Background: an optimization exercise with open tools, aiming at small area, a short achievable clock period and few clock cycles. Do not read the settings as production practice. RTL that was checked went through simulation tests only; none was proved equivalent to the original. The RTL of runs 1, 2 and 4 to 6 was laid out without a check of its function.

===== config.mk =====
export PLATFORM = sky130hd
export DESIGN_NAME = crc_top
export DESIGN_NICKNAME = crc_top
export VERILOG_FILES = /design/flow/design.v
export SDC_FILE = /design/flow/constraint.sdc
export NUM_CORES = 4
export LEC_CHECK = 0
export CAP_MARGIN = 20
export CORE_MARGIN = 2
export CORE_UTILIZATION = 25
export PLACE_DENSITY = 0.45
export SLEW_MARGIN = 20
export TNS_END_PERCENT = 10

===== constraint.sdc =====
create_clock -name core_clock -period 32.0 [get_ports {clk}]
set_input_delay 6.4000 -clock core_clock [delete_from_list [all_inputs] [get_ports {clk}]]
set_output_delay 6.4000 -clock core_clock [all_outputs]
set_load 0.01 [all_outputs]

===== design.v =====
module crc_top (
    input  wire        clk,
    input  wire        rst,
    input  wire        wr_en,
    input  wire        rd_en,
    input  wire [6:0]  addr,
    input  wire [31:0] wdata,
    output reg         ready,
    output reg         rvalid,
    output reg  [31:0] rdata
);
    localparam [31:0] MU_RESET = 32'h04D1_01DF;
    reg  [6:0]  width;
    reg         refin;
    reg         refout;
    reg  [1:0]  feed_w;
    reg  [63:0] poly;
    reg  [63:0] init;
    reg  [63:0] xorout;
    reg  [5:0]  sh_p, sh_l, sh_m;     
    reg         w_lt64;               
    reg  [63:0] sreg;
    reg  [5:0]  sh_st;
    reg         nat;                  
    reg         clean;                
    reg  [31:0] state_hi_wr;
    reg  [31:0] state_hi_rd;
    reg  [31:0] result_hi_rd;
    reg  [31:0] feed;
    reg  [1:0]  feed_left;            
    reg         feed_byte;            
    reg         step;                 
    reg  [31:0] mu;
    reg         mu_ok;
    reg  [3:0]  mu_cnt;               
    reg  [31:0] mu_r;                 
    wire acc_wr = wr_en && ready;
    wire acc_rd = rd_en && !wr_en && ready;
    wire [4:0] a = addr[6:2];
    wire [6:0]  w_new  = (wdata[6:0] < 7'd3) ? 7'd3 : (wdata[6:0] > 7'd64) ? 7'd64 : wdata[6:0];
    wire [5:0]  sh_new = ~(w_new[5:0] - 6'd1);
    wire [63:0] wmask  = {64{1'b1}} >> sh_m;
    wire [63:0] p_al   = poly << sh_p;
    wire [31:0] tx = sreg[63:32] ^ feed;
    wire [31:0] te = !step     ? 32'd0 :
                     feed_byte ? {24'd0, tx[31:24]} : tx;
    wire [31:0] q;
    genvar m, k, n;
    generate
        for (m = 0; m < 31; m = m + 1) begin : g_hi
            wire [30-m:0] t;
            for (k = 0; k <= 30 - m; k = k + 1) begin : g_t
                assign t[k] = te[m+1+k] & mu[31-k];
            end
            assign q[m] = te[m] ^ (^t);
        end
    endgenerate
    assign q[31] = te[31];
    wire [63:0] r;
    generate
        for (n = 0; n < 64; n = n + 1) begin : g_lo
            localparam integer NT = (n < 32) ? n + 1 : 32;
            wire [NT-1:0] t;
            for (k = 0; k < NT; k = k + 1) begin : g_t
                assign t[k] = q[k] & p_al[n-k];
            end
            assign r[n] = ^t;
        end
    endgenerate
    wire [63:0] s_shift = !step     ? sreg :
                          feed_byte ? {sreg[55:0], 8'd0} : {sreg[31:0], 32'd0};
    wire [63:0] s_eng   = s_shift ^ r;            
    wire [63:0] s_nat = s_eng >> sh_st;           
    wire [63:0] l_al  = sreg << sh_l;             
    wire [63:0] a_now = nat ? l_al : s_eng;
    reg  [63:0] refl;
    integer j;
    always @(*) begin
        for (j = 0; j < 64; j = j + 1)
            refl[j] = a_now[63 - j];
    end
    wire [63:0] result = ((refout ? refl : s_nat) ^ xorout) & wmask;
    wire [31:0] ptop = p_al[63:32];               
    reg  [31:0] mr;
    reg  [3:0]  mq;
    integer i;
    always @(*) begin
        mr = (mu_cnt == 4'd8) ? ptop : mu_r;
        for (i = 0; i < 4; i = i + 1) begin
            mq[3-i] = mr[31];
            mr = {mr[30:0], 1'b0} ^ (mr[31] ? ptop : 32'd0);
        end
    end
    reg [31:0] d_ord;
    always @(*) begin
        for (j = 0; j < 32; j = j + 1)
            d_ord[j] = refin ? wdata[31 - j] : wdata[8 * (3 - j / 8) + (j % 8)];
    end
    wire wr_cfg   = acc_wr && a == 5'h10;
    wire wr_poly  = acc_wr && (a == 5'h11 || a == 5'h12);
    wire wr_start = acc_wr && a == 5'h17 && wdata[0];
    wire wr_data  = acc_wr && a == 5'h18;
    wire wr_state = acc_wr && a == 5'h19;
    wire align    = nat && (clean || feed_left != 2'd0);
    reg [1:0] fl_n;
    reg       mu_ok_n, nat_n;
    reg [5:0] sh_st_n;
    always @(*) begin
        fl_n = feed_left;
        if (step) fl_n = feed_left - 2'd1;
        if (wr_data) fl_n = (feed_w == 2'd1) ? 2'd2 : 2'd1;
        mu_ok_n = mu_ok;
        if (mu_cnt == 4'd1) mu_ok_n = 1'b1;
        if (wr_cfg || wr_poly) mu_ok_n = 1'b0;
        sh_st_n = sh_st;
        nat_n   = nat;
        if (align) begin
            sh_st_n = sh_l;
            nat_n   = 1'b0;
        end
        if (wr_start || wr_state) begin
            sh_st_n = 6'd0;
            nat_n   = w_lt64;
        end
        if (wr_cfg) begin
            sh_st_n = 6'd0;
            nat_n   = 1'b1;
        end
    end
    always @(posedge clk) begin
        if (rst) begin
            width        <= 7'd32;
            refin        <= 1'b1;
            refout       <= 1'b1;
            feed_w       <= 2'd2;
            sh_p         <= 6'd32;
            sh_l         <= 6'd32;
            sh_m         <= 6'd32;
            w_lt64       <= 1'b1;
            poly         <= 64'h0000_0000_04C1_1DB7;
            init         <= 64'h0000_0000_FFFF_FFFF;
            xorout       <= 64'h0000_0000_FFFF_FFFF;
            sreg         <= 64'd0;
            sh_st        <= 6'd32;
            nat          <= 1'b0;
            clean        <= 1'b1;
            state_hi_wr  <= 32'd0;
            state_hi_rd  <= 32'd0;
            result_hi_rd <= 32'd0;
            feed_left    <= 2'd0;
            feed_byte    <= 1'b0;
            step         <= 1'b0;
            mu           <= MU_RESET;
            mu_ok        <= 1'b1;
            mu_cnt       <= 4'd0;
            ready        <= 1'b1;
            rvalid       <= 1'b0;
        end else begin
            rvalid    <= acc_rd;
            feed_left <= fl_n;
            mu_ok     <= mu_ok_n;
            sh_st     <= sh_st_n;
            nat       <= nat_n;
            step      <= (fl_n != 2'd0) && mu_ok_n && !nat_n;
            ready     <= (fl_n == 2'd0) || (fl_n == 2'd1 && mu_ok_n && !nat_n);
            if (mu_cnt != 4'd0) begin
                mu_r   <= mr;
                mu     <= {mu[27:0], mq};
                mu_cnt <= mu_cnt - 4'd1;
            end
            if (wr_cfg || wr_poly) mu_cnt <= 4'd8;
            if (step)
                feed <= {feed[23:0], 8'd0};
            sreg <= s_eng;
            if (align) begin
                sreg  <= l_al;
                clean <= 1'b1;
            end
            if (wr_cfg) begin
                sreg  <= s_nat;
                clean <= 1'b0;
            end
            if (wr_start) begin
                sreg  <= init & wmask;
                clean <= 1'b1;
            end
            if (wr_state) begin
                sreg  <= {state_hi_wr, wdata} & wmask;
                clean <= 1'b1;
            end
            if (acc_wr) begin
                case (a)
                    5'h10: begin
                        width  <= wdata[6:0];
                        refin  <= wdata[7];
                        refout <= wdata[8];
                        feed_w <= wdata[10:9];
                        sh_p   <= sh_new;
                        sh_l   <= sh_new;
                        sh_m   <= sh_new;
                        w_lt64 <= (sh_new != 6'd0);
                    end
                    5'h11: poly[31:0]    <= wdata;
                    5'h12: poly[63:32]   <= wdata;
                    5'h13: init[31:0]    <= wdata;
                    5'h14: init[63:32]   <= wdata;
                    5'h15: xorout[31:0]  <= wdata;
                    5'h16: xorout[63:32] <= wdata;
                    5'h18: begin
                        feed      <= d_ord;
                        feed_byte <= (feed_w[1] == 1'b0);
                    end
                    5'h1A: state_hi_wr <= wdata;
                    default: ;
                endcase
            end
            if (acc_rd) begin
                case (a)
                    5'h10: rdata <= {21'd0, feed_w, refout, refin, width};
                    5'h11: rdata <= poly[31:0];
                    5'h12: rdata <= poly[63:32];
                    5'h13: rdata <= init[31:0];
                    5'h14: rdata <= init[63:32];
                    5'h15: rdata <= xorout[31:0];
                    5'h16: rdata <= xorout[63:32];
                    5'h19: begin
                        rdata       <= s_nat[31:0];
                        state_hi_rd <= s_nat[63:32];
                    end
                    5'h1A: rdata <= state_hi_rd;
                    5'h1B: begin
                        rdata        <= result[31:0];
                        result_hi_rd <= result[63:32];
                    end
                    5'h1C: rdata <= result_hi_rd;
                    default: rdata <= 32'd0;
                endcase
            end
        end
    end
endmodule

===== flow/run.sh =====
#!/bin/bash
# The standard layout, with timing repair aiming for setup slack beyond the default margin
set -euo pipefail
bash standard.sh SETUP_SLACK_MARGIN=23.5 finish > flow_make.log 2>&1

===== standard.sh =====
#!/bin/bash
# synth_recipe.tcl (not shown) runs the flow's synth.tcl, then flattens the netlist and writes it again
# the make line also repeats each setting of config.mk as NAME=value (left out here)
make -C /OpenROAD-flow-scripts/flow DESIGN_CONFIG=/design/flow/config.mk WORK_HOME=/design/flow/orfs CLKGATE_MAP_FILE= SYNTH_SCRIPT=/design/flow/synth_recipe.tcl "${@:-finish}"

==> results of run 1 <==
-- synthesized netlist by cell type, types with 29 or more instances --
cell type	number	area (um^2)
o211ai_1	155	1164
nor2b_1	61	381.6
nand2_1	1175	4410
inv_1	49	183.9
a221oi_1	50	437.9
mux2i_1	329	3293
o22ai_1	49	306.5
and2_1	31	193.9
a31oi_1	43	269.0
buf_2	133	665.6
nand2b_1	37	231.5
xnor2_1	1254	10980
edfxtp_1	96	2883
a21oi_1	522	2613
nor3_1	139	695.7
a22o_1	46	402.9
a211oi_1	170	1276
o21ai_0	259	1296
buf_1	144	540.5
mux4_2	170	3829
dfxtp_1	421	8428
xnor3_1	345	7770
clkbuf_1	621	2331
o21ai_1	54	270.3
nand3_1	177	885.9
mux2_2	101	1137
nor2_1	2251	8449
a22oi_1	96	720.7
a211o_1	31	271.5
nand3b_1	29	217.7
xor2_1	249	2181
-- critical path, cell delays in order --
cell             delay [ns]
clkdlybuf4s50_1        0.57
nand3b_1               0.16
buf_6                  0.17
nor2_2                 0.04
buf_4                  0.29
a222oi_1               0.41
nand3_1                0.15
a221oi_1               0.54
o21ai_0                0.23
a21oi_1                0.15
o21ai_1                0.15
-- area by class of cell --
cell class / instances / area, um^2 / share of cell area [%]
antenna: 14 / 35.03 / 0.04264
tap: 3900 / 4880 / 5.940
clock buffer: 75 / 1630 / 1.984
clock inverter: 38 / 435.4 / 0.5300
timing repair buffer: 460 / 4275 / 5.204
multi-input combinational: 8262 / 59290 / 72.17
sequential: 517 / 11360 / 13.83
inverter: 62 / 249.0 / 0.3031
-- state kept, by name, indices dropped and copies added (netlist names), 32 cells and up --
signal	cells
feed	32
init	64
mu	32
mu_r	32
poly	64
rdata	32
result_hi_rd	32
sreg	64
state_hi_rd	32
state_hi_wr	32
xorout	64
-- cell families after synthesis --
| group | share of synthesized area (%) |
|---|---|
| AO/OA/AOI/OAI | 15.90 |
| XOR/XNOR | 29.38 |
| adder cells (fa/ha/maj) | 0.1027 |
| buffers and inverters | 5.514 |
| flip-flops | 15.48 |
| multiplexers | 11.47 |
| AND/OR/NAND/NOR | 22.16 |
-- metal layers --
layer  track usage, %  up-vias  wire length, um
met2            46.09     5238           200400
met4            17.16       22            32710
met5                0        -              151
li1                 -    32570                -
met1            41.57    39280           196900
met3            7.044     1014            50270
-- per-stage QoR --
stage,util [%],std cells,cell area [um^2]
floorplan,-,9761,73070
global placement,26.87,13140,78140
detailed placement,26.89,13140,78200
CTS,28.04,13300,81560
global route,28.24,13320,82120
finish,28.25,13330,82160
-- cell usage in the layout, fill, tap and decap left out, types with 21 or more instances in the layout --
master / n
a311oi_1: 22
and2_1: 28
a22o_1: 46
o21ai_1: 51
a211o_1: 31
mux4_2: 170
a222oi_1: 22
inv_1: 45
a21oi_1: 515
buf_6: 28
o22ai_1: 47
nand2b_1: 36
edfxtp_1: 96
a221oi_1: 37
mux2_2: 101
o31ai_1: 21
xnor3_2: 25
nor2b_1: 59
xnor3_1: 319
xnor2_1: 1227
o211ai_1: 155
clkbuf_16: 64
o21ai_0: 252
dfxtp_1: 401
a211oi_1: 157
xor2_1: 239
nor2_1: 2223
buf_4: 315
nand2_1: 1160
nand3_1: 173
a31oi_1: 40
a22oi_1: 92
mux2i_1: 320
clkdlybuf4s50_1: 70
nor3_1: 123
xnor2_2: 24
nand3b_1: 29
-- final timing paths --
| path | from | end | depth (start not counted) |
|---|---|---|---|
| setup / recovery | addr[5] | rdata[0] | 11 |
| hold / removal | result_hi_rd[28] | result_hi_rd[28] | 2 |
| setup reg to reg | sreg[41] | rdata[24] | 21 |
| hold reg to reg | result_hi_rd[28] | result_hi_rd[28] | 2 |
-- what timing repair did --
item / 4_1_cts / 5_1_grt
cloned: 6 / 4
pin swaps: 19 / 14
resized for setup: 183 / 116
setup buffers: 39 / 7
endpoints found under the setup margin: 330 / 146
==> summary.txt, run 1 <==
Run status
  • Status: no timing/DRC/antenna violations

Die
  • DIE AREA: 0.2966 mm^2
  • Starting density of the core: 25.12%
  • # IOs: 77
  • Die Width: 544.6 um
  • Die H: 544.6 um
  • # rows: 198
  • Core area: 0.2908 mm^2

Routing
  • Via density per instance: 5.862
  • Routed via count: 78.13k
  • Remaining antenna violation count: 0
  • DR iter-0 viols: 11.80k
  • Drt wl/cell: 36.04 um
  • Total wire length: 480400 um
  • Drt drc: 0
  • TritonRoute pass-1 iters: 7

Timing
  • Final hold violations: 0
  • Unrepaired setup endpoints after global routing: true
  • Tmin final: 8.879 ns
  • Minimum hold slack: 0.4535 ns
  • Setup Skew: 0.08600 ns
  • Worst slew pin tran: 1.248 ns
  • Fin Setup TNS: 0 ns
  • Final setup fails: 0
  • Period utilization: 27.75%
  • Slew Limit Headroom: 16.24%
  • Final Max Slew Viols: 0
  • Final WS setup: 23.12 ns
  • Maximum clock rate: 0.1126 GHz

GRT
  • Vias in the first global route: 71.87k
  • Global-route usage over all layers: 31.13%
  • Antenna violations before repair: 37
  • Total grt overflow: 0
  • Largest net degree at the start of global routing: 75
  • Global-route wire length before repair: 644000 um

Synth
  • Syn. warnings: 1
  • Mean post-synth cell area: 7.486 um^2
  • Ys flop type: dfxtp_1
  • #FFs+latches synth: 517
  • Post-synthesis sequential area ratio: 15.48%
  • Synthesized area: 0.07307 mm^2
  • Number of synthesized flops with an enable pin: 96
  • Yosys cell types: 95
  • Cells after Synth: 9761
  • Synthesized Nets: 9810
  • Post-synthesis async set-or-reset flop share: 0%

Cells and area
  • Area Overhead vs Synth: 12.43%
  • NumNets Final: 9413
  • Fillers: 31.52k
  • Share of layout cells above drive strength 1: 11.48%

Clock network
  • Depth of the CTS H-tree: 2
  • Worst-Skew Late Latency: 0.78 ns
  • Reg clk slew, reported paths: 0.07 ns
  • Maximum clock path buffer count: 3
  • Hold Buf Count CTS: 0
  • Clock sink count: 517
  • Root Driver: clkbuf_16
  • Total clock buffers created by CTS: 61
  • CTS tree: done

Critical path
  • Crit end category: flip-flop
  • WS Path Type: in -> reg
  • Worst path required time: 32.48 ns
  • Crit path DAT: 9.36 ns
  • CP Launch Type: input pin
  • Reg2reg setup slack: 23.22 ns
  • Crit-path max FO: 32

Place
  • IO Port Bufs: 74
  • Pre-CTS setup slack: 21.05 ns
  • Routability cong.: 1.022
  • DP HPWL: 333900 um

Flow run
  • Max-cap viol count: 0

Min path
  • Hold WC Path Type: reg -> reg
==> inputs of run 2 (changes only) <==
--- a/config.mk
+++ b/config.mk
@@ -11,3 +11,2 @@
 export PLACE_DENSITY = 0.45
 export SLEW_MARGIN = 20
-export TNS_END_PERCENT = 10
==> run 2 against run 1 <==
Against the previous run:
- critical path depth increased by 10
- cell count increased by 0.17%
- maximum frequency increased by 2.8%
- synthesized cell count unchanged
- critical path type is now reg -> reg
==> summary.txt, run 2 <==
Routing
  • Remaining antenna violation count: 0
  • Drt wl/cell: 35.47 um
  • Total wire length: 473600 um
  • Routed via count: 78.29k
  • TritonRoute pass-1 iters: 7
  • DR iter-0 viols: 12.56k
  • Drt drc: 0
  • Via density per instance: 5.864

Clock network
  • Reg clk slew, reported paths: 0.07 ns
  • Total clock buffers created by CTS: 60
  • Worst-Skew Late Latency: 0.78 ns
  • Depth of the CTS H-tree: 2
  • Clock sink count: 517
  • Maximum clock path buffer count: 3
  • Root Driver: clkbuf_16
  • CTS tree: done

GRT
  • Global-route usage over all layers: 30.80%
  • Antenna violations before repair: 36
  • Largest net degree at the start of global routing: 116
  • Global-route wire length before repair: 639600 um
  • Total grt overflow: 0
  • Vias in the first global route: 71.92k

Timing
  • Period utilization: 26.99%
  • Final setup fails: 0
  • Unrepaired setup endpoints after global routing: true
  • Slew Limit Headroom: 17.92%
  • Tmin final: 8.638 ns
  • Worst slew pin tran: 1.227 ns
  • Setup Skew: 0.1196 ns
  • Maximum clock rate: 0.1158 GHz
  • Fin Setup TNS: 0 ns
  • Final Max Slew Viols: 0
  • Final hold violations: 0

Run status
  • Status: no timing/DRC/antenna violations

Cells and area
  • Reg area: 0.01137 mm^2
  • Fillers: 31.78k
  • Area Overhead vs Synth: 12.14%
  • Multi-input logic area: 0.05909 mm^2
  • NumNets Final: 9433
  • Most frequent cells in the layout: nor2_1 (2225), xnor2_1 (1230), nand2_1 (1162)
  • Cell area after layout: 0.08194 mm^2
  • Final Util: 28.17%
  • Non-filler cells, final: 13.35k
  • Commonest non-fill, non-tap cell in the layout: nor2_1
  • Share of layout cells above drive strength 1: 11.62%

Synth
  • Number of synthesized flops with an enable pin: 96
  • Synthesized Nets: 9810
  • Mean post-synth cell area: 7.486 um^2
  • Cell taking the most area after synthesis: xnor2_1
  • Yosys cell types: 95
  • Most numerous cell in the Yosys netlist: nor2_1
  • Post-synthesis async set-or-reset flop share: 0%
  • Top post-synthesis cells by area: xnor2_1 (15%), nor2_1 (12%), dfxtp_1 (12%)
  • Cells after Synth: 9761
  • Syn. warnings: 1
  • Synth top cells by count: nor2_1 (2251), xnor2_1 (1254), nand2_1 (1175)
  • Ys flop type: dfxtp_1
  • Synth top area share: 15.03%
  • Synthesized area: 0.07307 mm^2
  • Post-synthesis sequential area ratio: 15.48%
  • #FFs+latches synth: 517

Die
  • Starting density of the core: 25.12%
  • Die H: 544.6 um
  • DIE AREA: 0.2966 mm^2
  • # IOs: 77
  • # rows: 198
  • Die Width: 544.6 um
  • Core area: 0.2908 mm^2

Min path
  • Hold WC Path Type: reg -> reg

Place
  • DP HPWL: 330000 um
  • IO Port Bufs: 74
  • Routability cong.: 1.021
  • Area after DPL: 0.07835 mm^2
  • Placed Cells: 13.16k

Critical path
  • Worst path required time: 32.47 ns
  • Reg2reg start: sh_m[2]
  • Crit-path max FO: 78
  • CP Launch Type: flip-flop
  • Crit path DAT: 9.11 ns
  • WS Path Type: reg -> reg
  • R2r worst-path depth: 21
  • Reg2reg setup slack: 23.36 ns
  • CP startpoint: sh_m[2]
  • CP Capture Point: rdata[30]
  • Crit end category: flip-flop
  • RR Endpoint: rdata[30]

Flow run
  • Max-cap viol count: 0
-- run 2: cell count changes in the layout (fill, tap and decap cells not counted), sizes merged, moves of 3 or more --
cell    before  now
buf        379  404
clkinv      29   15
clkbuf      81   92
bufinv       6    3
-- run 2: metrics by stage --
stage	setup WS (ns)	hold slack [ns]
after detailed placement	20.92	0.4443
final	23.36	0.4547
after global placement	20.94	0.4393
after global routing	23.42	0.4763
after CTS	23.40	0.4530
after floorplan	23.24	0.4313
-- run 2: kinds of logic (layout without fill, tap and decap cells) --
logic type               after synthesis  in the layout  share of synthesized area, %
AND/OR/NAND/NOR                     4011           4014                         22.16
XOR/XNOR                            1871           1871                         29.38
AO/OA/AOI/OAI                       1761           1761                         15.90
buffers and inverters                985            656                         5.514
multiplexers                         610            610                         11.47
flip-flops                           517            517                         15.48
adder cells (fa/ha/maj)                6              6                        0.1027
other                                  0             15                             0
-- run 2: worst min path at each step --
stage / startpoint / endpoint / slack [ns] / cells after the start
after floorplan: result_hi_rd[3] / result_hi_rd[3] / 0.43 / 2
after global placement: result_hi_rd[3] / result_hi_rd[3] / 0.44 / 2
after detailed placement: result_hi_rd[28] / result_hi_rd[28] / 0.44 / 2
after CTS: result_hi_rd[28] / result_hi_rd[28] / 0.45 / 2
after global routing: state_hi_wr[30] / state_hi_wr[30] / 0.48 / 2
final: result_hi_rd[28] / result_hi_rd[28] / 0.45 / 2
-- run 2: area by class of cell --
| cell class | count | share of cell area (%) |
|---|---|---|
| Antenna cell | 15 | 0.04581 |
| Clock buffer | 88 | 2.133 |
| Clock inverter | 25 | 0.3314 |
| Inverter | 62 | 0.3069 |
| Multi-Input combinational cell | 8262 | 72.12 |
| Sequential cell | 517 | 13.88 |
| Tap cell | 3900 | 5.955 |
| Timing Repair Buffer | 481 | 5.233 |
-- run 2: critical path, cell delays in order, from the launching register on --
cell and delay, ns:
dfxtp_4 0.51, buf_6 0.29, buf_12 0.29, nand2b_1 0.32, o32a_1 0.42, a21oi_1 0.87
nand3_1 0.27, xnor2_1 0.22, xnor2_1 0.64, xnor2_1 0.20, xnor3_1 0.44, xnor3_1 0.21
xnor3_1 0.37, xnor3_2 0.55, mux2i_1 0.29, mux2_2 0.40, mux4_2 0.56, a2bb2oi_1 0.18
o2bb2ai_2 0.41, nand2_1 0.13, mux2i_1 0.16, a221o_1 0.52
-- run 2: repair_timing --
action,4_1_cts,5_1_grt
cloned,8,0
pin swaps,20,10
hold buffers,0,0
buffers inserted,38,12
gates resized for setup,175,90
setup endpoints to repair,343,104
-- run 2: layer usage --
| metal | share of wire, % | global-route usage [%] | vias to the layer above | wire [um] |
|---|---|---|---|---|
| li1 | - | - | 32630 | - |
| met1 | 41 | 41.77 | 39340 | 194400 |
| met2 | 41 | 45.20 | 5315 | 196300 |
| met3 | 10 | 6.265 | 989 | 49590 |
| met4 | 7.0 | 17.35 | 12 | 33190 |
| met5 | 0.018 | 0 | - | 84 |
==> inputs of run 3 (changes only) <==
--- a/design.v
+++ b/design.v
@@ -34,5 +34,4 @@
     reg         mu_ok;
     reg  [3:0]  mu_cnt;               
-    reg  [31:0] mu_r;                 
     wire acc_wr = wr_en && ready;
     wire acc_rd = rd_en && !wr_en && ready;
@@ -42,4 +41,5 @@
     wire [63:0] wmask  = {64{1'b1}} >> sh_m;
     wire [63:0] p_al   = poly << sh_p;
+    reg  [63:0] p_al_q;
     wire [31:0] tx = sreg[63:32] ^ feed;
     wire [31:0] te = !step     ? 32'd0 :
@@ -63,5 +63,5 @@
             wire [NT-1:0] t;
             for (k = 0; k < NT; k = k + 1) begin : g_t
-                assign t[k] = q[k] & p_al[n-k];
+                assign t[k] = q[k] & p_al_q[n-k];
             end
             assign r[n] = ^t;
@@ -82,13 +82,13 @@
     wire [63:0] result = ((refout ? refl : s_nat) ^ xorout) & wmask;
     wire [31:0] ptop = p_al[63:32];               
-    reg  [31:0] mr;
-    reg  [3:0]  mq;
+    reg  [31:0] fr;
+    reg  [31:0] mm;
     integer i;
     always @(*) begin
-        mr = (mu_cnt == 4'd8) ? ptop : mu_r;
-        for (i = 0; i < 4; i = i + 1) begin
-            mq[3-i] = mr[31];
-            mr = {mr[30:0], 1'b0} ^ (mr[31] ? ptop : 32'd0);
-        end
+        for (i = 0; i < 32; i = i + 1)
+            fr[i] = ptop[31 - i];
+        mm = mu;
+        for (i = 0; i < 4; i = i + 1)
+            mm = {mm[30:0], ^(fr & mm)};
     end
     reg [31:0] d_ord;
@@ -98,5 +98,5 @@
     end
     wire wr_cfg   = acc_wr && a == 5'h10;
-    wire wr_poly  = acc_wr && (a == 5'h11 || a == 5'h12);
+    wire wr_poly  = acc_wr && ((a == 5'h11 && w_lt64) || (a == 5'h12 && !sh_l[5]));
     wire wr_start = acc_wr && a == 5'h17 && wdata[0];
     wire wr_data  = acc_wr && a == 5'h18;
@@ -128,4 +128,6 @@
         end
     end
+    always @(posedge clk)
+        p_al_q <= p_al;
     always @(posedge clk) begin
         if (rst) begin
@@ -165,9 +167,11 @@
             ready     <= (fl_n == 2'd0) || (fl_n == 2'd1 && mu_ok_n && !nat_n);
             if (mu_cnt != 4'd0) begin
-                mu_r   <= mr;
-                mu     <= {mu[27:0], mq};
+                mu     <= mm;
                 mu_cnt <= mu_cnt - 4'd1;
             end
-            if (wr_cfg || wr_poly) mu_cnt <= 4'd8;
+            if (wr_cfg || wr_poly) begin
+                mu     <= 32'd1;
+                mu_cnt <= 4'd8;
+            end
             if (step)
                 feed <= {feed[23:0], 8'd0};
==> flow/run.sh (replaced) <==
#!/bin/bash
# The standard layout, with port buffers of a normal drive strength and timing repair
# aiming for setup slack beyond the default margin. make's output goes to flow_make.log;
# each ORFS step keeps its own log under orfs/logs.
set -euo pipefail
bash standard.sh 'BUFFER_PORTS_ARGS=-buffer_cell sky130_fd_sc_hd__buf_4' SETUP_SLACK_MARGIN=24 finish > flow_make.log 2>&1
==> run 3 against run 2 <==
Against the previous run:
- global-route usage fell by 1.4 points
- via count fell by 1.4%
- cell area rose by 1.6%
- maximum frequency rose by 5.8%
- cell count fell by 1.4%
- sequential cell count rose by 32
- critical path depth fell by 1
- clock-buffer cell count did not move
- critical path type unchanged
- highest routed layer unchanged
==> summary.txt, run 3 <==
Cells and area
  • Fillers: 31.68k
  • Commonest non-fill, non-tap cell in the layout: nand2_1
  • Area Overhead vs Synth: 13.28%
  • Most frequent cells in the layout: nand2_1 (2585), xnor2_1 (1022), nor2_1 (691)
  • Share of layout cells above drive strength 1: 13.78%
  • NumNets Final: 9225

Routing
  • Met3 routed WL: 49850 um
  • Via density per instance: 5.865
  • Drt drc: 0
  • Remaining antenna violation count: 0
  • Top layer in use: met5
  • Routed via count: 77.20k
  • Total wire length: 459300 um
  • Metal-1 WL: 185700 um
  • TritonRoute pass-1 iters: 9
  • Met2 WL post-DR: 191300 um
  • Drt wl/cell: 34.90 um
  • DR iter-0 viols: 12.09k

Timing
  • Minimum hold slack: 0.4512 ns
  • Unrepaired setup endpoints after global routing: true
  • Slew Limit Headroom: 12.70%
  • Period utilization: 25.51%
  • Final setup fails: 0
  • Setup Skew: 0.08710 ns
  • Tmin final: 8.162 ns
  • Fin Setup TNS: 0 ns
  • Final Max Slew Viols: 0
  • Maximum clock rate: 0.1225 GHz
  • Final WS setup: 23.84 ns
  • Worst slew pin tran: 1.296 ns
  • Final hold violations: 0

Flow run
  • Max-cap viol count: 0

Critical path
  • Crit end category: flip-flop
  • Reg2reg start: sreg[57]
  • Crit-path max FO: 35
  • R2r worst-path depth: 20
  • Reg2reg setup slack: 23.84 ns
  • Worst path required time: 32.46 ns
  • CP Launch Type: flip-flop
  • RR Endpoint: rdata[25]
  • Crit path DAT: 8.62 ns
  • WS Path Type: reg -> reg

Synth
  • Most numerous cell in the Yosys netlist: nand2_1
  • Post-synthesis sequential area ratio: 15.83%
  • Top post-synthesis cells by area: nand2_1 (13%), dfxtp_1 (13%), xnor2_1 (12%)
  • Number of synthesized flops with an enable pin: 64
  • Cell taking the most area after synthesis: nand2_1
  • Syn. warnings: 1
  • Synth top cells by count: nand2_1 (2594), xnor2_1 (1039), nor2_1 (714)
  • Yosys cell types: 101
  • Synth top area share: 13.25%
  • Cells after Synth: 9583
  • Synthesized Nets: 9631
  • Mean post-synth cell area: 7.668 um^2
  • Synthesized area: 0.07348 mm^2
  • Post-synthesis async set-or-reset flop share: 0%
  • Ys flop type: dfxtp_1
  • #FFs+latches synth: 549

Place
  • DP HPWL: 312100 um
  • Pre-CTS setup slack: 21.49 ns
  • IO Port Bufs: 74
  • Routability cong.: 1.010

GRT
  • Total grt overflow: 0
  • Largest net degree at the start of global routing: 110
  • Vias in the first global route: 70.46k
  • Global-route wire length before repair: 620000 um
  • Antenna violations before repair: 33
  • Global-route usage over all layers: 29.40%

Clock network
  • CTS tree: done
  • Reg clk slew, reported paths: 0.06 ns
  • Depth of the CTS H-tree: 3
  • Clock sink count: 549
  • Worst-Skew Late Latency: 0.74 ns
  • Total clock buffers created by CTS: 71
  • Root Driver: clkbuf_16
  • Maximum clock path buffer count: 3

Die
  • Starting density of the core: 25.07%
  • # rows: 199
  • DIE AREA: 0.2983 mm^2
  • Die H: 546.2 um
  • Die Width: 546.2 um
  • # IOs: 77
  • Core area: 0.2931 mm^2

Min path
  • Hold WC Path Type: reg -> reg
  • Worst Hold Path Cells: 2
  • Hold path startpoint: result_hi_rd[31]
  • Min-Delay Endpoint: result_hi_rd[31]

Run status
  • Status: no timing/DRC/antenna violations
==> run 3: cell count changes after synthesis, sizes merged, moves of 33 or more <==
cell    delta
xor2     +103
xnor2    -214
nand3     +40
nor2    -1535
o21ai     -33
a21oi     +55
dfxtp     +64
mux4      +45
nand2   +1419
nor3      -45
clkbuf    -44
buf       +68
==> run 3: critical path, cell delays in order, from the launching register on <==
cell,delay [ns]
dfxtp_2,0.58
xnor2_2,0.17
buf_6,0.32
xnor3_1,0.64
a211oi_4,0.43
nor2_4,0.06
buf_4,0.26
a222oi_1,0.80
xor3_1,0.35
xnor3_1,0.41
xnor3_1,0.42
xnor3_1,0.27
xor3_1,0.61
mux4_2,0.61
mux2i_4,0.25
nand2b_1,0.18
a21oi_1,0.09
a31o_2,0.28
nor3_1,0.21
mux2_2,0.36
a221o_2,0.45
==> run 3: timing repair <==
item,4_1_cts,5_1_grt
setup endpoints to repair,358,141
resized for setup,289,109
hold buffers,0,0
cloned,8,4
buffers inserted,68,23
pin swaps,30,32
==> run 3: per-stage QoR <==
step	cells	cell area, um^2	utilization (%)
after floorplan	9583	73760	-
after global placement	12920	77760	26.53
after detailed placement	12920	77760	26.54
after CTS	13120	82440	28.13
after global routing	13150	83210	28.40
final	13160	83240	28.40
==> run 3: cells by family (layout without fill, tap and decap cells) <==
family | count (synthesis) | after routing | share of synthesized area [%]
XOR/XNOR | 1800 | 1800 | 29.19
multiplexers | 651 | 651 | 12.69
buffers and inverters | 1010 | 654 | 5.765
adder cells (fa/ha/maj) | 5 | 5 | 0.08513
AND/OR/NAND/NOR | 3888 | 3892 | 21.62
flip-flops | 549 | 549 | 15.83
other | 0 | 12 | 0
AO/OA/AOI/OAI | 1680 | 1680 | 14.83
==> run 3: metal layers <==
| layer | GRT usage, % | vias to the layer above |
|---|---|---|
| met1 | 39.51 | 38850 |
| met3 | 6.181 | 979 |
| met5 | 0 | - |
| met2 | 43.34 | 5394 |
| met4 | 16.82 | 12 |
| li1 | - | 31970 |
==> run 3: worst max path at each step <==
| stage | start | endpoint | slack (ns) | depth (start not counted) |
|---|---|---|---|---|
| after floorplan | addr[4] | rdata[4] | 23.83 | 9 |
| after global placement | addr[3] | sreg[47] | 21.42 | 9 |
| after detailed placement | addr[3] | sreg[47] | 21.49 | 9 |
| after CTS | addr[5] | sreg[47] | 23.95 | 10 |
| after global routing | addr[4] | sreg[12] | 23.94 | 11 |
| final | sreg[57] | rdata[25] | 23.84 | 20 |
==> run 3: final cells by class <==
class                           instances  area (um^2)  share of cell area, %
Antenna cell                           12        30.03                0.03607
Inverter                               63        264.0                 0.3172
Sequential cell                       549        11720                  14.08
Multi-Input combinational cell       8028        59310                  71.25
Tap cell                             3919         4903                  5.891
Clock buffer                           88         1994                  2.396
Timing Repair Buffer                  464         4400                  5.286
Clock inverter                         39        618.1                 0.7425
Testbench counts of run 3, summed over its fixed seeds: cycles 52,286.
==> inputs of run 4 (changes only) <==
--- a/design.v
+++ b/design.v
@@ -128,6 +128,25 @@
         end
     end
-    always @(posedge clk)
+    reg [31:0] rd_val;
+    always @(*) begin
+        case (a)
+            5'h10:   rd_val = {21'd0, feed_w, refout, refin, width};
+            5'h11:   rd_val = poly[31:0];
+            5'h12:   rd_val = poly[63:32];
+            5'h13:   rd_val = init[31:0];
+            5'h14:   rd_val = init[63:32];
+            5'h15:   rd_val = xorout[31:0];
+            5'h16:   rd_val = xorout[63:32];
+            5'h19:   rd_val = s_nat[31:0];
+            5'h1A:   rd_val = state_hi_rd;
+            5'h1B:   rd_val = result[31:0];
+            5'h1C:   rd_val = result_hi_rd;
+            default: rd_val = 32'd0;
+        endcase
+    end
+    always @(posedge clk) begin
         p_al_q <= p_al;
+        rdata  <= rd_val;
+    end
     always @(posedge clk) begin
         if (rst) begin
@@ -219,26 +238,6 @@
                 endcase
             end
-            if (acc_rd) begin
-                case (a)
-                    5'h10: rdata <= {21'd0, feed_w, refout, refin, width};
-                    5'h11: rdata <= poly[31:0];
-                    5'h12: rdata <= poly[63:32];
-                    5'h13: rdata <= init[31:0];
-                    5'h14: rdata <= init[63:32];
-                    5'h15: rdata <= xorout[31:0];
-                    5'h16: rdata <= xorout[63:32];
-                    5'h19: begin
-                        rdata       <= s_nat[31:0];
-                        state_hi_rd <= s_nat[63:32];
-                    end
-                    5'h1A: rdata <= state_hi_rd;
-                    5'h1B: begin
-                        rdata        <= result[31:0];
-                        result_hi_rd <= result[63:32];
-                    end
-                    5'h1C: rdata <= result_hi_rd;
-                    default: rdata <= 32'd0;
-                endcase
-            end
+            if (acc_rd && a == 5'h19) state_hi_rd  <= s_nat[63:32];
+            if (acc_rd && a == 5'h1B) result_hi_rd <= result[63:32];
         end
     end
==> run 4 against run 3 <==
Against the previous run:
- first-iteration DRC count fell by 2.3%
- clock skew rose by 0.0071 ns
- wire length rose by 1.6%
- non-clock buffer count rose by 58
- critical path type is now in -> reg
- largest cell class unchanged
==> summary.txt, run 4 <==
Critical path
  • Worst path required time: 32.55 ns
  • Biggest cell delay along the critical path: 0.57 ns
  • Crit-path max FO: 5
  • CP Launch Type: input pin
  • CP startpoint: addr[2]
  • WS Path Type: in -> reg
  • Crit path buffers/inverters: 3
  • Top Family by Delay on Critical Path: compound AO/OA/AOI/OAI gates
  • Crit end category: flip-flop
  • Reg2reg start: sreg[50]
  • R2r worst-path depth: 19
  • CP Capture Point: sreg[36]
  • Slowest CP cell: a211oi_4
  • Critical path cell sequence: buf_12, or3b_4, buf_6, nor3_4, nand2_4, buf_12, o211ai_1, o211ai_1, a211oi_4
  • RR Endpoint: sreg[45]
  • Crit path DAT: 8.75 ns
  • Reg2reg setup slack: 23.87 ns
  • Stages on worst setup path: 9

Synth
  • Most numerous cell in the Yosys netlist: nand2_1
  • Yosys cell types: 92
  • Post-synthesis sequential area ratio: 15.64%
  • Cell taking the most area after synthesis: dfxtp_1
  • Synthesized Nets: 9584
  • Post-synthesis async set-or-reset flop share: 0%
  • Cells after Synth: 9536
  • Top post-synthesis cells by area: dfxtp_1 (14%), nand2_1 (14%), xnor2_1 (13%)
  • Ys flop type: dfxtp_1
  • Synthesized area: 0.07230 mm^2
  • Mean post-synth cell area: 7.582 um^2
  • Synth top area share: 14.32%
  • #FFs+latches synth: 549
  • Synth top cells by count: nand2_1 (2629), xnor2_1 (1059), nor2_1 (771)
  • Number of synthesized flops with an enable pin: 32
  • Syn. warnings: 1

Routing
  • Drt wl/cell: 35.78 um
  • Remaining antenna violation count: 0
  • TritonRoute pass-1 iters: 7
  • Via density per instance: 5.839
  • Routed via count: 76.17k
  • DR iter-0 viols: 11.81k
  • Total wire length: 466800 um
  • Drt drc: 0

Timing
  • Final setup fails: 0
  • Final hold violations: 0
  • Minimum hold slack: 0.4519 ns
  • Final WS setup: 23.80 ns
  • Final Max Slew Viols: 0
  • Tmin final: 8.197 ns
  • Worst slew pin tran: 1.187 ns
  • Slew Limit Headroom: 20.58%
  • Unrepaired setup endpoints after global routing: true
  • Period utilization: 25.62%
  • Maximum clock rate: 0.1220 GHz
  • Setup Skew: 0.09424 ns
  • Fin Setup TNS: 0 ns

Place
  • Routability cong.: 1.004
  • Placed Cells: 12.77k
  • DP HPWL: 314900 um
  • Pre-CTS setup slack: 21.28 ns
  • IO Port Bufs: 74

Clock network
  • CTS tree: done
  • Reg clk slew, reported paths: 0.06 ns
  • Total clock buffers created by CTS: 72
  • Maximum clock path buffer count: 3
  • Clock sink count: 549
  • Root Driver: clkbuf_16
  • Worst-Skew Late Latency: 0.76 ns
  • Depth of the CTS H-tree: 3
  • Hold Buf Count CTS: 0

Flow run
  • Max-cap viol count: 0

Die
  • # rows: 197
  • # IOs: 77
  • DIE AREA: 0.2935 mm^2
  • Core area: 0.2879 mm^2
  • Starting density of the core: 25.11%
  • Die Width: 541.8 um
  • Die H: 541.8 um

GRT
  • Vias in the first global route: 69.64k
  • Largest net degree at the start of global routing: 121
  • Global-route wire length before repair: 627700 um
  • Total grt overflow: 0
  • Global-route usage over all layers: 30.62%
  • Antenna violations before repair: 46

Cells and area
  • Final Util: 28.75%
  • Most frequent cells in the layout: nand2_1 (2615), xnor2_1 (1026), nor2_1 (746)
  • Share of layout cells above drive strength 1: 14.29%
  • Commonest non-fill, non-tap cell in the layout: nand2_1
  • NumNets Final: 9237
  • Area Overhead vs Synth: 14.47%
  • Non-filler cells, final: 13.05k

Run status
  • Status: no timing/DRC/antenna violations

Min path
  • Hold WC Path Type: reg -> reg
==> run 4: cell type report <==
class / count / area [um^2]
Sequential cell: 549 / 11390
Fill cell: 30770 / 205100
Multi-Input combinational cell: 7972 / 58750
Tap cell: 3781 / 4731
Clock inverter: 31 / 516.7
Inverter: 72 / 286.5
Timing Repair Buffer: 522 / 4952
Antenna cell: 21 / 52.55
Clock buffer: 98 / 2083
==> run 4: routing by layer <==
layer | routed length (um) | global-route usage, % | up-vias
met5 | 89 | 0 | -
met4 | 31170 | 16.47 | 14
met3 | 50500 | 6.812 | 926
met2 | 195400 | 45.20 | 5221
met1 | 189700 | 41.23 | 38310
li1 | - | - | 31700
==> run 4: worst min-delay path by stage <==
stage | slack (ns) | cells past startpoint | startpoint | to
3_5_place_dp | 0.45 | 2 | state_hi_rd[11] | state_hi_rd[11]
6_report | 0.45 | 2 | result_hi_rd[26] | result_hi_rd[26]
4_1_cts | 0.45 | 2 | state_hi_rd[8] | state_hi_rd[8]
2_1_floorplan | 0.43 | 2 | result_hi_rd[2] | result_hi_rd[2]
3_3_place_gp | 0.44 | 2 | result_hi_rd[3] | result_hi_rd[3]
5_1_grt | 0.47 | 2 | state_hi_wr[16] | state_hi_wr[16]
==> run 4: metrics by stage <==
stage                     area [um^2]
after floorplan                 72680
after global placement          77020
after detailed placement        77070
after CTS                       82160
after global routing            82720
final                           82760
==> run 4: timing repair <==
| item | in CTS | in global routing |
|---|---|---|
| gates cloned | 18 | 1 |
| gates resized for setup | 270 | 74 |
| endpoints found under the setup margin | 433 | 114 |
| buffers inserted | 89 | 21 |
| pin swaps | 51 | 23 |
==> run 4: cell families after synthesis <==
kind of cell	share of synthesized area [%]
simple gates	21.84
fa+ha+maj	0.08653
flops	15.64
buf+inv	5.630
compound gates	13.78
xor+xnor	29.37
mux	13.66
==> run 4: worst reg2reg max path, cell delays in order (launching register included) <==
cell,delay [ns]
dfxtp_1,0.75
xor2_1,0.58
a211o_1,0.26
a211oi_1,0.08
o21ai_0,0.42
xnor3_1,0.49
xnor3_2,0.25
clkbuf_8,0.39
buf_6,0.43
nand2_1,0.13
xnor2_1,0.20
xnor3_1,0.41
xnor3_1,0.21
xnor3_2,0.68
mux4_2,0.61
mux4_2,0.56
o21a_1,0.27
nor2_1,0.70
a211oi_1,0.20
nor3_2,0.37
==> inputs of run 5 (changes only) <==
--- a/design.v
+++ b/design.v
@@ -34,6 +34,7 @@
     reg         mu_ok;
     reg  [3:0]  mu_cnt;               
-    wire acc_wr = wr_en && ready;
-    wire acc_rd = rd_en && !wr_en && ready;
+    reg  busy;
+    wire acc_wr = wr_en && !busy;
+    wire acc_rd = rd_en && !wr_en && !busy;
     wire [4:0] a = addr[6:2];
     wire [6:0]  w_new  = (wdata[6:0] < 7'd3) ? 7'd3 : (wdata[6:0] > 7'd64) ? 7'd64 : wdata[6:0];
@@ -176,4 +177,5 @@
             mu_cnt       <= 4'd0;
             ready        <= 1'b1;
+            busy         <= 1'b0;
             rvalid       <= 1'b0;
         end else begin
@@ -185,4 +187,5 @@
             step      <= (fl_n != 2'd0) && mu_ok_n && !nat_n;
             ready     <= (fl_n == 2'd0) || (fl_n == 2'd1 && mu_ok_n && !nat_n);
+            busy      <= !((fl_n == 2'd0) || (fl_n == 2'd1 && mu_ok_n && !nat_n));
             if (mu_cnt != 4'd0) begin
                 mu     <= mm;
==> flow/run.sh (replaced) <==
#!/bin/bash
# The standard layout, with port buffers of a normal drive strength and timing repair
# aiming for setup slack beyond the default margin: up to CTS with one margin, then global
# routing's repair with a slightly larger one. Each make run's output goes to its own log;
# each ORFS step keeps its own log under orfs/logs.
set -euo pipefail
PORTS='BUFFER_PORTS_ARGS=-buffer_cell sky130_fd_sc_hd__buf_4'
bash standard.sh "$PORTS" SETUP_SLACK_MARGIN=24 cts > flow_make_cts.log 2>&1
bash standard.sh "$PORTS" SETUP_SLACK_MARGIN=24.5 finish > flow_make_finish.log 2>&1
==> run 5 against run 4 <==
Against the previous run:
- highest routed layer unchanged
- critical path type unchanged
- critical endpoint is now rdata[5]
- sequential share of layout area shrank 0.40 points
- sequential cell count increased by 1
- worst hold slack improved by 0.0028 ns
==> summary.txt, run 5 <==
Run status
  • Status: no timing/DRC/antenna violations

Critical path
  • Crit path DAT: 8.74 ns
  • R2r worst-path depth: 22
  • WS Path Type: in -> reg
  • Crit end category: flip-flop
  • Reg2reg setup slack: 23.99 ns
  • CP startpoint: addr[6]
  • CP Capture Point: rdata[5]
  • CP Launch Type: input pin
  • Crit-path max FO: 7
  • Reg2reg start: step
  • Worst path required time: 32.56 ns
  • RR Endpoint: rdata[6]

Flow run
  • Max-cap viol count: 0

Routing
  • Remaining antenna violation count: 0
  • Total wire length: 456000 um
  • Via density per instance: 5.812
  • Drt wl/cell: 33.99 um
  • Drt drc: 0
  • DR iter-0 viols: 12.75k
  • Routed via count: 77.97k
  • TritonRoute pass-1 iters: 10

Synth
  • Synthesized Nets: 9816
  • Synthesized area: 0.07152 mm^2
  • Yosys cell types: 91
  • Top post-synthesis cells by area: nand2_1 (15%), dfxtp_1 (14%), xnor2_1 (14%)
  • Cells after Synth: 9768
  • #FFs+latches synth: 550
  • Most numerous cell in the Yosys netlist: nand2_1
  • Synth top cells by count: nand2_1 (2824), xnor2_1 (1106), nor2_1 (829)
  • Syn. warnings: 1
  • Mean post-synth cell area: 7.322 um^2
  • Synth top area share: 14.82%
  • Number of synthesized flops with an enable pin: 32
  • Cell taking the most area after synthesis: nand2_1
  • Post-synthesis async set-or-reset flop share: 0%
  • Ys flop type: dfxtp_1
  • Post-synthesis sequential area ratio: 15.84%

GRT
  • Vias in the first global route: 69.04k
  • Antenna violations before repair: 36
  • Global-route wire length before repair: 588800 um
  • Largest net degree at the start of global routing: 93
  • Total grt overflow: 0
  • Global-route usage over all layers: 28.54%

Min path
  • Hold WC Path Type: reg -> reg
  • Hold path startpoint: result_hi_rd[10]

Timing
  • Setup Skew: 0.09120 ns
  • Unrepaired setup endpoints after global routing: true
  • Maximum clock rate: 0.1223 GHz
  • Tmin final: 8.178 ns
  • Worst slew pin tran: 1.287 ns
  • Final setup fails: 0
  • Final hold violations: 0
  • Period utilization: 25.56%
  • Slew Limit Headroom: 13.32%
  • Final Max Slew Viols: 0
  • Fin Setup TNS: 0 ns

Clock network
  • Worst-Skew Late Latency: 0.74 ns
  • Reg clk slew, reported paths: 0.07 ns
  • Total clock buffers created by CTS: 66
  • Root Driver: clkbuf_16
  • Depth of the CTS H-tree: 3
  • Hold Buf Count CTS: 0
  • Clock sink count: 550
  • Maximum clock path buffer count: 3
  • CTS tree: done

Cells and area
  • Commonest non-fill, non-tap cell in the layout: nand2_1
  • Area Overhead vs Synth: 19.98%
  • Share of layout cells above drive strength 1: 17.49%
  • Cell area after layout: 0.08581 mm^2
  • Most frequent cells in the layout: nand2_1 (2759), xnor2_1 (1076), nor2_1 (798)
  • NumNets Final: 9632

Die
  • Die H: 538.9 um
  • DIE AREA: 0.2904 mm^2
  • Starting density of the core: 25.10%
  • Die Width: 538.9 um
  • Core area: 0.2850 mm^2
  • # IOs: 77
  • # rows: 196

Place
  • Area after DPL: 0.07568 mm^2
  • DP HPWL: 300500 um
  • IO Port Bufs: 74
  • Routability cong.: 1.031
==> run 5: changes by cell type in the layout (fill, tap and decap cells not counted), moves of 50 or more <==
cell     previous run  this run
xnor2_1          1026      1076
buf_6              31       114
nand2_1          2615      2759
xnor3_1           337       278
xor2_1            348       400
nor2_1            746       798
mux4_2            260       176
==> run 5: timing repair <==
| action | in CTS | in global routing |
|---|---|---|
| setup endpoints to repair | 341 | 544 |
| gates resized for setup | 193 | 942 |
| cloned | 5 | 50 |
| pin swaps | 22 | 244 |
| setup buffers | 23 | 243 |
==> run 5: per-layer routing <==
metal  share of wire (%)  track usage, %
met5               0.020               0
met4                 7.3           15.90
met1                  39           37.62
met2                  42           43.06
met3                  12           6.096
==> run 5: cell type report <==
type,instances,area [um^2]
Antenna cell,19,47.55
Clock buffer,90,1854
Clock inverter,29,387.9
Fill cell,30530,199200
Inverter,50,206.4
Multi-Input combinational cell,8223,59460
Sequential cell,550,11470
Tap cell,3762,4707
Timing Repair Buffer,693,7677
==> run 5: cells by family (layout without fill, tap and decap cells) <==
logic type / Yosys count / after routing / synth area share [%]
AND/OR/NAND/NOR: 4158 / 4165 / 23.24
XOR/XNOR: 1880 / 1880 / 30.14
AO/OA/AOI/OAI: 1654 / 1654 / 14.54
buffers and inverters: 1002 / 862 / 5.698
flip-flops: 550 / 550 / 15.84
multiplexers: 519 / 519 / 10.45
adder cells (fa/ha/maj): 5 / 5 / 0.08747
other: 0 / 19 / 0
==> run 5: worst min-delay path by stage <==
stage	end	slack, ns	cells after the start
after floorplan	result_hi_rd[10]	0.43	2
after global placement	result_hi_rd[27]	0.44	2
after detailed placement	state_hi_rd[1]	0.45	2
after CTS	result_hi_rd[10]	0.45	2
after global routing	result_hi_rd[26]	0.46	2
final	result_hi_rd[10]	0.45	2
==> run 5: critical path: stages <==
cell       delay [ns]
buf_8            0.10
nor2b_4          0.13
nand2_2          0.10
nor3_4           0.06
buf_12           0.12
clkbuf_16        0.16
buf_4            0.14
a222oi_1         0.72
nand4_1          0.35
a21oi_2          0.22
o311ai_2         0.21
==> run 5: through the flow <==
stage	setup WS [ns]	util, %	hold WS [ns]	instances
after detailed placement	21.43	26.56	0.4468	12960
after global placement	21.49	26.55	0.4387	12950
after global routing	23.96	30.10	0.4630	13400
final	23.82	30.11	0.4547	13420
after floorplan	23.89	-	0.4313	9768
after CTS	23.97	27.73	0.4546	13100
==> inputs of run 6 (changes only) <==
--- a/design.v
+++ b/design.v
@@ -24,4 +24,5 @@
     reg         nat;                  
     reg         clean;                
+    reg  [5:0]  amt_l;                
     reg  [31:0] state_hi_wr;
     reg  [31:0] state_hi_rd;
@@ -73,11 +74,15 @@
     wire [63:0] s_eng   = s_shift ^ r;            
     wire [63:0] s_nat = s_eng >> sh_st;           
-    wire [63:0] l_al  = sreg << sh_l;             
+    wire [127:0] l_rr = {sreg, sreg} << amt_l;
+    wire [63:0] l_al  = l_rr[127:64];
     wire [63:0] a_now = nat ? l_al : s_eng;
     reg  [63:0] refl;
+    reg  [63:0] hmask;                            
     integer j;
     always @(*) begin
-        for (j = 0; j < 64; j = j + 1)
-            refl[j] = a_now[63 - j];
+        for (j = 0; j < 64; j = j + 1) begin
+            refl[j]  = a_now[63 - j];
+            hmask[j] = wmask[63 - j];
+        end
     end
     wire [63:0] result = ((refout ? refl : s_nat) ^ xorout) & wmask;
@@ -124,8 +129,6 @@
             nat_n   = w_lt64;
         end
-        if (wr_cfg) begin
-            sh_st_n = 6'd0;
+        if (wr_cfg)
             nat_n   = 1'b1;
-        end
     end
     reg [31:0] rd_val;
@@ -165,4 +168,5 @@
             sreg         <= 64'd0;
             sh_st        <= 6'd32;
+            amt_l        <= 6'd0;
             nat          <= 1'b0;
             clean        <= 1'b1;
@@ -200,18 +204,21 @@
             sreg <= s_eng;
             if (align) begin
-                sreg  <= l_al;
+                sreg  <= l_al & hmask;
                 clean <= 1'b1;
+                amt_l <= 6'd0;
             end
             if (wr_cfg) begin
-                sreg  <= s_nat;
                 clean <= 1'b0;
+                amt_l <= sh_new - sh_st_n;
             end
             if (wr_start) begin
                 sreg  <= init & wmask;
                 clean <= 1'b1;
+                amt_l <= sh_l;
             end
             if (wr_state) begin
                 sreg  <= {state_hi_wr, wdata} & wmask;
                 clean <= 1'b1;
+                amt_l <= sh_l;
             end
             if (acc_wr) begin
==> run 6 against run 5 <==
Against the previous run:
- the layout now fails its checks (max-capacitance violations, max-slew violations)
- register-to-register slack improved by 0.19 ns
- clock skew fell by 0.032 ns
- maximum frequency fell by 0.54%
- sequential share of layout area rose by 0.27 points
- clock-buffer cell count rose by 4
- critical path depth rose by 4
- critical endpoint is now amt_l[5]
- largest cell class unchanged
==> summary.txt, run 6 <==
Run status
  • SO Faults: max-capacitance violations, max-slew violations
  • Status: failed layout checks

Clock network
  • Total clock buffers created by CTS: 69
  • Reg clk slew, reported paths: 0.07 ns
  • Worst-Skew Late Latency: 0.74 ns
  • Root Driver: clkbuf_16
  • Clock sink count: 556
  • Maximum clock path buffer count: 3
  • Depth of the CTS H-tree: 3
  • CTS tree: done

Place
  • Placed Cells: 12.70k
  • Pre-CTS setup slack: 22.07 ns
  • DP HPWL: 297100 um
  • IO Port Bufs: 74
  • Routability cong.: 0.9950

Routing
  • Drt drc: 0
  • Routed via count: 75.93k
  • Drt wl/cell: 33.81 um
  • Via density per instance: 5.806
  • Total wire length: 442100 um
  • DR iter-0 viols: 12.30k
  • Remaining antenna violation count: 0
  • TritonRoute pass-1 iters: 10

Die
  • Die H: 538.3 um
  • DIE AREA: 0.2897 mm^2
  • # IOs: 77
  • Core area: 0.2845 mm^2
  • Die Width: 538.3 um
  • Starting density of the core: 25.08%
  • # rows: 196

Synth
  • Syn. warnings: 1
  • Most numerous cell in the Yosys netlist: nand2_1
  • Post-synthesis sequential area ratio: 16.05%
  • Top post-synthesis cells by area: xnor2_1 (18%), dfxtp_1 (15%), nand2_1 (13%)
  • Post-synthesis mux area share: 15.21%
  • Compound-Gate Fraction of Synth Area: 12.80%
  • Synthesized Nets: 9536
  • Synth top area share: 17.56%
  • Yosys cell types: 98
  • Synth top cells by count: nand2_1 (2543), xnor2_1 (1431), nor2_1 (725)
  • Mean post-synth cell area: 7.525 um^2
  • Synthesized area: 0.07136 mm^2
  • #FFs+latches synth: 556
  • Simple logic cell fraction of the synthesized area: 21.22%
  • Cell taking the most area after synthesis: xnor2_1
  • Post-Synth XOR/XNOR Area: 28.88%
  • Largest family of logic cells by synthesized area: XOR/XNOR gates
  • Synth Area in Adders: 0.2034%
  • Post-synthesis async set-or-reset flop share: 0%
  • Cells after Synth: 9482
  • Number of synthesized flops with an enable pin: 32
  • Ys flop type: dfxtp_1

Critical path
  • CP startpoint: addr[3]
  • Reg2reg start: sreg[44]
  • CP Launch Type: input pin
  • Slowest CP cell: or3_4
  • R2r worst-path depth: 22
  • Stages on worst setup path: 15
  • Crit path buffers/inverters: 3
  • Crit path DAT: 8.82 ns
  • Crit-path max FO: 4
  • WS Path Type: in -> reg
  • Crit end category: flip-flop
  • Worst path required time: 32.59 ns
  • Biggest cell delay along the critical path: 0.37 ns
  • RR Endpoint: rdata[8]
  • Top Family by Delay on Critical Path: compound AO/OA/AOI/OAI gates
  • CP Capture Point: amt_l[5]
  • Reg2reg setup slack: 24.18 ns
  • Critical path cell sequence: buf_12, nand2b_4, or3_4, buf_12, nor2_4, buf_12, or3_4, ha_4, a21o_1, a21o_1, a21o_1, a21oi_2, xnor2_1, a222oi_1, nor2_1

Timing
  • Period utilization: 25.70%
  • Setup Skew: 0.05938 ns
  • Maximum clock rate: 0.1216 GHz
  • Minimum hold slack: 0.4544 ns
  • Final hold violations: 0
  • Final WS setup: 23.78 ns
  • Fin Setup TNS: 0 ns
  • Final setup fails: 0
  • Unrepaired setup endpoints after global routing: true
  • Worst slew pin tran: 1.521 ns
  • Tmin final: 8.223 ns
  • Final Max Slew Viols: 6
  • Slew Limit Headroom: -2.456%

GRT
  • Global-route wire length before repair: 584900 um
  • Vias in the first global route: 67.61k
  • Antenna violations before repair: 20
  • Largest net degree at the start of global routing: 109
  • Total grt overflow: 0
  • Global-route usage over all layers: 28.45%

Cells and area
  • Final Util: 29.84%
  • Non-filler cells, final: 13.08k
  • Commonest non-fill, non-tap cell in the layout: nand2_1
  • Share of layout cells above drive strength 1: 18.33%
  • Fillers: 30.25k
  • NumNets Final: 9306
  • Area Overhead vs Synth: 18.97%
  • Most frequent cells in the layout: nand2_1 (2496), xnor2_1 (1334), nor2_1 (693)

Min path
  • Hold WC Path Type: reg -> reg

Flow run
  • Max-cap viol count: 1
run 6: per-stage QoR:
| stage | cell area [um^2] |
|---|---|
| 2_1_floorplan | 71560 |
| 3_3_place_gp | 75650 |
| 3_5_place_dp | 75670 |
| 4_1_cts | 79910 |
| 5_1_grt | 84870 |
| 6_report | 84890 |
run 6: how the worst min path moves through the flow:
stage	cells past startpoint	start	endpoint	slack, ns
global placement	2	result_hi_rd[3]	result_hi_rd[3]	0.44
floorplan	2	result_hi_rd[24]	result_hi_rd[24]	0.42
finish	2	state_hi_rd[11]	state_hi_rd[11]	0.45
CTS	2	result_hi_rd[26]	result_hi_rd[26]	0.45
detailed placement	2	result_hi_rd[26]	result_hi_rd[26]	0.44
global route	2	result_hi_rd[25]	result_hi_rd[25]	0.47
run 6: final cells by class:
cell class                      instances  area (um^2)  area share, %
Multi-Input combinational cell       7963        59500          70.09
Sequential cell                       556        11580          13.64
Timing Repair Buffer                  608         6432          7.577
Tap cell                             3762         4707          5.545
Clock buffer                           94         2004          2.361
Clock inverter                         31        431.7         0.5085
Inverter                               54        214.0         0.2520
Antenna cell                           10        25.02        0.02948
run 6: routing by layer:
| layer | vias up | track usage [%] | routed length [um] |
|---|---|---|---|
| met5 | - | 0 | 60 |
| met4 | 10 | 17.63 | 35260 |
| met3 | 1112 | 6.072 | 50260 |
| met2 | 5646 | 40.56 | 179500 |
| met1 | 37670 | 38.77 | 177000 |
| li1 | 31500 | - | - |
run 6: logic make-up (layout without fill, tap and decap cells):
kind of cell             count (synthesis)  count (layout)
AO/OA/AOI/OAI                         1450            1450
buffers and inverters                  969             787
adder cells (fa/ha/maj)                 11              11
multiplexers                           695             695
other                                    0              10
AND/OR/NAND/NOR                       3762            3768
flip-flops                             556             556
XOR/XNOR                              2039            2039
run 6: repair_timing:
action                                  in CTS  in global routing
hold buffers                                 0                  0
resized for setup                          199                674
setup buffers                               65                135
endpoints found under the setup margin     306                464
gates cloned                                 8                 32
pin swaps                                   34                153
run 6: tightest hold or removal path: cells and delay by family (launching register included):
family	cells	cell delay (ns)
and+or+nand+nor	1	0.05
AOI/OAI and AO/OA	1	0.05
DFF	1	0.31

[port drivers added, routing unchanged]
The flow's constraints put no driver on any port. The routed layouts listed below were extracted and timed again, unchanged, in two steps. Step 1, drivers: a clkbuf_16 drives clk and a buf_2 each remaining input, both assumed. Step 2 adds t to the input delays and takes it off the output delays; t is the mean of the earliest and latest rising clock arrival at the registers after step 1. Input paths then give back, and output paths get back, about the clock's delay inside the block. Three values: ideal, step 1, step 2; two values: the first two.
run	t (ns)	setup WS [ns]	hold slack, ns	worst register clock-pin slew, ns
run 1	0.843	23.121 / 23.199 / 22.356	0.454 / 0.454 / 0.454	0.07 / 0.07
run 2	0.834	23.362 / 23.362 / 22.684	0.455 / 0.455 / 0.455	0.07 / 0.07
run 3	0.786	23.838 / 23.838 / 23.138	0.451 / 0.451 / 0.451	0.07 / 0.07
run 4	0.793	23.803 / 23.743 / 22.949	0.452 / 0.452 / 0.452	0.08 / 0.08
run 5	0.784	23.822 / 23.868 / 23.084	0.455 / 0.455 / 0.455	0.08 / 0.08
run 6	0.785	23.777 / 23.807 / 23.022	0.454 / 0.454 / 0.454	0.07 / 0.07
For run 4, which loses most, drivers alone change the setup slack by -0.060 ns; drivers and shift together by -0.854 ns.
